Background: an optimization exercise with open tools, aiming at small area, a short achievable clock period and few clock cycles per item. Do not read the settings as production practice. Function was checked by simulation only, so behaviour that the tests miss may differ from the original.

==> 07-22: inputs <==
## skim_pixel
module skim_pixel (
    input  wire        clk,
    input  wire        rst,           
    input  wire        in_valid,
    output reg         in_ready,
    input  wire [13:0] in_code,       
    input  wire        in_ovr,        
    input  wire [15:0] in_tapm_ofs,   
    input  wire [15:0] in_tapm_gain,  
    input  wire [15:0] in_dark,       
    input  wire [15:0] in_gain,       
    input  wire        in_dead,       
    input  wire        in_bypass,     
    input  wire        in_last,       
    output reg         out_valid,
    input  wire        out_ready,
    output reg  [15:0] out_pix,
    output reg         out_sat,       
    output reg         out_dead,      
    output reg         out_nsat,      
    output reg         out_last
);
Settings: LEC_CHECK=0, CAP_MARGIN=20, CORE_MARGIN=2, CORE_UTILIZATION=40, SLEW_MARGIN=20, SYNTH_HIERARCHICAL=1; clock period 60.0 ns.
run.sh (not shown) runs the stock make flow with config.mk's settings and CLKGATE_MAP_FILE= SYNTH_SCRIPT=/design/flow/synth_recipe.tcl, a recipe that flattens the netlist after the stock synthesis.
==> inputs of 01-14, as changes to 07-22 <==
--- a/flow/design.v
+++ b/flow/design.v
@@ -1904,15 +1904,15 @@
     wire acc      = (st == ST_ACC) && !pend;
     wire take     = p1_v && acc && (p1_dead || run_n == 5'd0);
     wire take_g   = take && !p1_dead;
     wire take_end = take && p1_dead && p1_last;         
     wire det_r    = p1_v && acc && !p1_dead && (run_n != 5'd0);
     assign adv1 = !p1_v || take;
     wire [4:0]  d     = run_n + 5'd1;                  
-    wire        pow2  = (run_n == 5'd1) || (run_n == 5'd3);    
+    wire        pow2  = (run_n == 5'd1) || (run_n == 5'd3) || (run_n == 5'd7) || (run_n == 5'd15);
     wire delta_1 = k_v[0] & ~out_pix[0];
     wire delta_2 = k_v[0] ^ ~out_pix[0];
     wire delta_3 = k_v[1] & ~out_pix[1];
     wire delta_4 = k_v[1] ^ ~out_pix[1];
     wire delta_5 = k_v[2] & ~out_pix[2];
     wire delta_6 = k_v[2] ^ ~out_pix[2];
     wire delta_7 = k_v[3] & ~out_pix[3];
@@ -1996,16 +1996,24 @@
     wire delta_85 = delta_24 ^ delta_70;
     wire delta_86 = delta_26 ^ delta_62;
     wire delta_87 = delta_28 ^ delta_71;
     wire delta_88 = delta_30 ^ delta_65;
     wire delta_89 = delta_32 ^ delta_72;
     wire delta_90 = delta_34 ^ delta_61;
     wire [16:0] delta = {delta_90, delta_89, delta_88, delta_87, delta_86, delta_85, delta_84, delta_83, delta_82, delta_81, delta_80, delta_79, delta_78, delta_77, delta_76, delta_75, delta_74};
-    wire [15:0] sh_q = run_n[1] ? {delta[16], delta[16:2]} : delta[16:1];
-    wire [4:0]  sh_r = run_n[1] ? {3'd0, delta[1:0]} : {4'd0, delta[0]};
+    reg  [15:0] sh_q;
+    reg  [4:0]  sh_r;
+    always @(*) begin
+        case (run_n)
+            5'd1:    begin sh_q = delta[16:1];                   sh_r = {4'd0, delta[0]};   end
+            5'd3:    begin sh_q = {{1{delta[16]}}, delta[16:2]}; sh_r = {3'd0, delta[1:0]}; end
+            5'd7:    begin sh_q = {{2{delta[16]}}, delta[16:3]}; sh_r = {2'd0, delta[2:0]}; end
+            default: begin sh_q = {{3{delta[16]}}, delta[16:4]}; sh_r = {1'b0, delta[3:0]}; end
+        endcase
+    end
     reg  [15:0] dv_q;
     reg  [4:0]  dv_r;
     reg  [5:0]  dv_t;
     integer k;
     always @(*) begin
         dv_q = dq;
         dv_r = dr;
==> flow/flow/run.sh (new file) <==
#!/bin/bash
# The standard layout (standard synthesis included), with timing repair
# aiming at a 13 ns period instead of leaving the clock's 47 ns of slack unused,
# and small, fast port buffers. Each step's full output goes to ORFS's own logs
# under orfs/logs; make's output goes to standard.log.
set -euo pipefail
bash standard.sh SETUP_SLACK_MARGIN=47 "BUFFER_PORTS_ARGS=-buffer_cell sky130_fd_sc_hd__buf_1" finish > standard.log 2>&1
==> flow/standard.sh (new file) <==
#!/bin/bash
# synth_recipe.tcl (not shown) runs the flow's synth.tcl, then flattens the netlist and writes it again
# the make line also repeats each setting of config.mk as NAME=value (left out here)
make -C /OpenROAD-flow-scripts/flow DESIGN_CONFIG=/design/flow/config.mk WORK_HOME=/design/flow/orfs CLKGATE_MAP_FILE= SYNTH_SCRIPT=/design/flow/synth_recipe.tcl "${@:-finish}"
- CAP_MARGIN: 20 -> 0
- SLEW_MARGIN: 20 -> 0
removed: flow/run.sh
==> inputs of 09-18, as changes to 07-22 <==
--- a/flow/design.v
+++ b/flow/design.v
@@ -1904,15 +1904,15 @@
     wire acc      = (st == ST_ACC) && !pend;
     wire take     = p1_v && acc && (p1_dead || run_n == 5'd0);
     wire take_g   = take && !p1_dead;
     wire take_end = take && p1_dead && p1_last;         
     wire det_r    = p1_v && acc && !p1_dead && (run_n != 5'd0);
     assign adv1 = !p1_v || take;
     wire [4:0]  d     = run_n + 5'd1;                  
-    wire        pow2  = (run_n == 5'd1) || (run_n == 5'd3);    
+    wire        pow2  = (run_n == 5'd1) || (run_n == 5'd3) || (run_n == 5'd7) || (run_n == 5'd15);
     wire delta_1 = k_v[0] & ~out_pix[0];
     wire delta_2 = k_v[0] ^ ~out_pix[0];
     wire delta_3 = k_v[1] & ~out_pix[1];
     wire delta_4 = k_v[1] ^ ~out_pix[1];
     wire delta_5 = k_v[2] & ~out_pix[2];
     wire delta_6 = k_v[2] ^ ~out_pix[2];
     wire delta_7 = k_v[3] & ~out_pix[3];
@@ -1996,16 +1996,24 @@
     wire delta_85 = delta_24 ^ delta_70;
     wire delta_86 = delta_26 ^ delta_62;
     wire delta_87 = delta_28 ^ delta_71;
     wire delta_88 = delta_30 ^ delta_65;
     wire delta_89 = delta_32 ^ delta_72;
     wire delta_90 = delta_34 ^ delta_61;
     wire [16:0] delta = {delta_90, delta_89, delta_88, delta_87, delta_86, delta_85, delta_84, delta_83, delta_82, delta_81, delta_80, delta_79, delta_78, delta_77, delta_76, delta_75, delta_74};
-    wire [15:0] sh_q = run_n[1] ? {delta[16], delta[16:2]} : delta[16:1];
-    wire [4:0]  sh_r = run_n[1] ? {3'd0, delta[1:0]} : {4'd0, delta[0]};
+    reg  [15:0] sh_q;
+    reg  [4:0]  sh_r;
+    always @(*) begin
+        case (run_n)
+            5'd1:    begin sh_q = delta[16:1];                   sh_r = {4'd0, delta[0]};   end
+            5'd3:    begin sh_q = {{1{delta[16]}}, delta[16:2]}; sh_r = {3'd0, delta[1:0]}; end
+            5'd7:    begin sh_q = {{2{delta[16]}}, delta[16:3]}; sh_r = {2'd0, delta[2:0]}; end
+            default: begin sh_q = {{3{delta[16]}}, delta[16:4]}; sh_r = {1'b0, delta[3:0]}; end
+        endcase
+    end
     reg  [15:0] dv_q;
     reg  [4:0]  dv_r;
     reg  [5:0]  dv_t;
     integer k;
     always @(*) begin
         dv_q = dq;
         dv_r = dr;
==> flow/flow/run.sh (new file) <==
#!/bin/bash
# The standard layout (standard synthesis included), with timing repair
# aiming at a 13 ns period instead of leaving the clock's 47 ns of slack unused,
# and small, fast port buffers. Each step's full output goes to ORFS's own logs
# under orfs/logs; make's output goes to standard.log.
set -euo pipefail
bash standard.sh SETUP_SLACK_MARGIN=47 "BUFFER_PORTS_ARGS=-buffer_cell sky130_fd_sc_hd__buf_1" finish > standard.log 2>&1
==> flow/standard.sh (new file) <==
#!/bin/bash
# synth_recipe.tcl (not shown) runs the flow's synth.tcl, then flattens the netlist and writes it again
# the make line also repeats each setting of config.mk as NAME=value (left out here)
make -C /OpenROAD-flow-scripts/flow DESIGN_CONFIG=/design/flow/config.mk WORK_HOME=/design/flow/orfs CLKGATE_MAP_FILE= SYNTH_SCRIPT=/design/flow/synth_recipe.tcl "${@:-finish}"
removed: flow/run.sh
==> inputs of 07-20, as changes to 07-22 <==
--- a/flow/design.v
+++ b/flow/design.v
@@ -1904,15 +1904,15 @@
     wire acc      = (st == ST_ACC) && !pend;
     wire take     = p1_v && acc && (p1_dead || run_n == 5'd0);
     wire take_g   = take && !p1_dead;
     wire take_end = take && p1_dead && p1_last;         
     wire det_r    = p1_v && acc && !p1_dead && (run_n != 5'd0);
     assign adv1 = !p1_v || take;
     wire [4:0]  d     = run_n + 5'd1;                  
-    wire        pow2  = (run_n == 5'd1) || (run_n == 5'd3);    
+    wire        pow2  = (run_n == 5'd1) || (run_n == 5'd3) || (run_n == 5'd7) || (run_n == 5'd15);
     wire delta_1 = k_v[0] & ~out_pix[0];
     wire delta_2 = k_v[0] ^ ~out_pix[0];
     wire delta_3 = k_v[1] & ~out_pix[1];
     wire delta_4 = k_v[1] ^ ~out_pix[1];
     wire delta_5 = k_v[2] & ~out_pix[2];
     wire delta_6 = k_v[2] ^ ~out_pix[2];
     wire delta_7 = k_v[3] & ~out_pix[3];
@@ -1996,16 +1996,24 @@
     wire delta_85 = delta_24 ^ delta_70;
     wire delta_86 = delta_26 ^ delta_62;
     wire delta_87 = delta_28 ^ delta_71;
     wire delta_88 = delta_30 ^ delta_65;
     wire delta_89 = delta_32 ^ delta_72;
     wire delta_90 = delta_34 ^ delta_61;
     wire [16:0] delta = {delta_90, delta_89, delta_88, delta_87, delta_86, delta_85, delta_84, delta_83, delta_82, delta_81, delta_80, delta_79, delta_78, delta_77, delta_76, delta_75, delta_74};
-    wire [15:0] sh_q = run_n[1] ? {delta[16], delta[16:2]} : delta[16:1];
-    wire [4:0]  sh_r = run_n[1] ? {3'd0, delta[1:0]} : {4'd0, delta[0]};
+    reg  [15:0] sh_q;
+    reg  [4:0]  sh_r;
+    always @(*) begin
+        case (run_n)
+            5'd1:    begin sh_q = delta[16:1];                   sh_r = {4'd0, delta[0]};   end
+            5'd3:    begin sh_q = {{1{delta[16]}}, delta[16:2]}; sh_r = {3'd0, delta[1:0]}; end
+            5'd7:    begin sh_q = {{2{delta[16]}}, delta[16:3]}; sh_r = {2'd0, delta[2:0]}; end
+            default: begin sh_q = {{3{delta[16]}}, delta[16:4]}; sh_r = {1'b0, delta[3:0]}; end
+        endcase
+    end
     reg  [15:0] dv_q;
     reg  [4:0]  dv_r;
     reg  [5:0]  dv_t;
     integer k;
     always @(*) begin
         dv_q = dq;
         dv_r = dr;
==> flow/flow/run.sh (new file) <==
#!/bin/bash
# The standard layout (standard synthesis included), with timing repair
# aiming at a 13 ns period instead of leaving the clock's 47 ns of slack unused,
# and small, fast port buffers. Each step's full output goes to ORFS's own logs
# under orfs/logs; make's output goes to standard.log.
set -euo pipefail
bash standard.sh SETUP_SLACK_MARGIN=47 "BUFFER_PORTS_ARGS=-buffer_cell sky130_fd_sc_hd__buf_1" finish > standard.log 2>&1
==> flow/standard.sh (new file) <==
#!/bin/bash
# synth_recipe.tcl (not shown) runs the flow's synth.tcl, then flattens the netlist and writes it again
# the make line also repeats each setting of config.mk as NAME=value (left out here)
make -C /OpenROAD-flow-scripts/flow DESIGN_CONFIG=/design/flow/config.mk WORK_HOME=/design/flow/orfs CLKGATE_MAP_FILE= SYNTH_SCRIPT=/design/flow/synth_recipe.tcl "${@:-finish}"
- GPL_TIMING_DRIVEN: unset -> 0
removed: flow/run.sh
==> comparison table <==
|  | 09-18 | 07-22 | 01-14 | 07-20 |
|---|---|---|---|---|
| Non-Filler Instances | 3200 | 3154 | 3200 | 3308 |
| Multi-input combinational cell area | 18000 um^2 | 18000 um^2 | 18000 um^2 | 18000 um^2 |
| Sequential share of cell area | 0.203 | 0.200 | 0.203 | 0.200 |
| Multi-input gates | 1867 | 1852 | 1867 | 1867 |
| Clock-pin slew on the worst setup and hold paths | 0.09 ns | 0.09 ns | 0.09 ns | 0.08 ns |
| Total Routing Usage GR | 0.206 | 0.210 | 0.206 | 0.219 |
| Hold_ws | 0.421 ns | 0.424 ns | 0.421 ns | 0.418 ns |
| Arithmetic-cell share of the synthesized area counting full adders, half adders and majority gates | 0.457 | 0.458 | 0.457 | 0.457 |
| Skew final | 0.0311 ns | 0.0281 ns | 0.0346 ns | 0.0319 ns |
| Share of Yosys cell area claimed by the top area cell type | 0.370 | 0.371 | 0.370 | 0.370 |
| Reg-to-Reg End | out_pix[15]$_DFFE_PP_ | out_pix[15]$_DFFE_PP_ | out_pix[15]$_DFFE_PP_ | dq[10]$_DFFE_PP_ |
| RSZ-0062 raised after global routing | yes | no | yes | yes |
| Post-Place Cell Area | 25600 um^2 | 26200 um^2 | 25600 um^2 | 26000 um^2 |
| Distinct cells, synth | 79 | 83 | 79 | 79 |
| Count of instances resized after the clock tree is built | 9 | 0 | 9 | 14 |
| Routed wire length | 62800 um | 63300 um | 62900 um | 67600 um |
| Status | no timing/DRC/antenna violations | no timing/DRC/antenna violations | no timing/DRC/antenna violations | no timing/DRC/antenna violations |
| Fraction of final layout cells sized beyond drive strength 1 | 0.0517 | 0.0358 | 0.0517 | 0.0451 |
| Post-CTS setup buffer count | 16 | 0 | 16 | 18 |
Testbench counts of 07-22, summed over its fixed seeds: cycles 32,733, items 30,720.
Testbench counts of 01-14, summed over its fixed seeds: cycles 32,733, items 30,720.
Testbench counts of 09-18, summed over its fixed seeds: cycles 32,733, items 30,720.
Testbench counts of 07-20, summed over its fixed seeds: cycles 32,733, items 30,720.

## afterwards: timing with drivers on the ports
The flow's constraints put no driver on any port. The routed layouts listed below were extracted and timed again, unchanged, in two steps.
Step 1, drivers: a clkbuf_16 drives clk and a buf_2 each remaining input, both assumed.
Step 2 times the ports against the registers' clock, not the clock port: input delays grow and output delays shrink by t, the midpoint of the rising clock arrivals with the driver on.
Three values: ideal, step 1, step 2; two values: the first two.
| run | t, ns | slack for setup (ns) | worst register clock-pin slew, ns | worst data-port slew with drivers (ns) |
|---|---|---|---|---|
| 07-22 | 0.551 | 46.374 / 46.316 / 46.243 | 0.09 / 0.09 | 0.04 |
| 01-14 | 0.554 | 46.838 / 46.783 / 46.666 | 0.09 / 0.09 | 0.04 |
| 09-18 | 0.553 | 46.853 / 46.798 / 46.668 | 0.09 / 0.09 | 0.04 |
| 07-20 | 0.545 | 46.855 / 46.797 / 46.567 | 0.09 / 0.09 | 0.04 |
After both steps every run listed still meets setup and hold. For 07-20, which loses most, drivers alone change the setup slack by -0.058 ns; drivers and shift together by -0.288 ns.
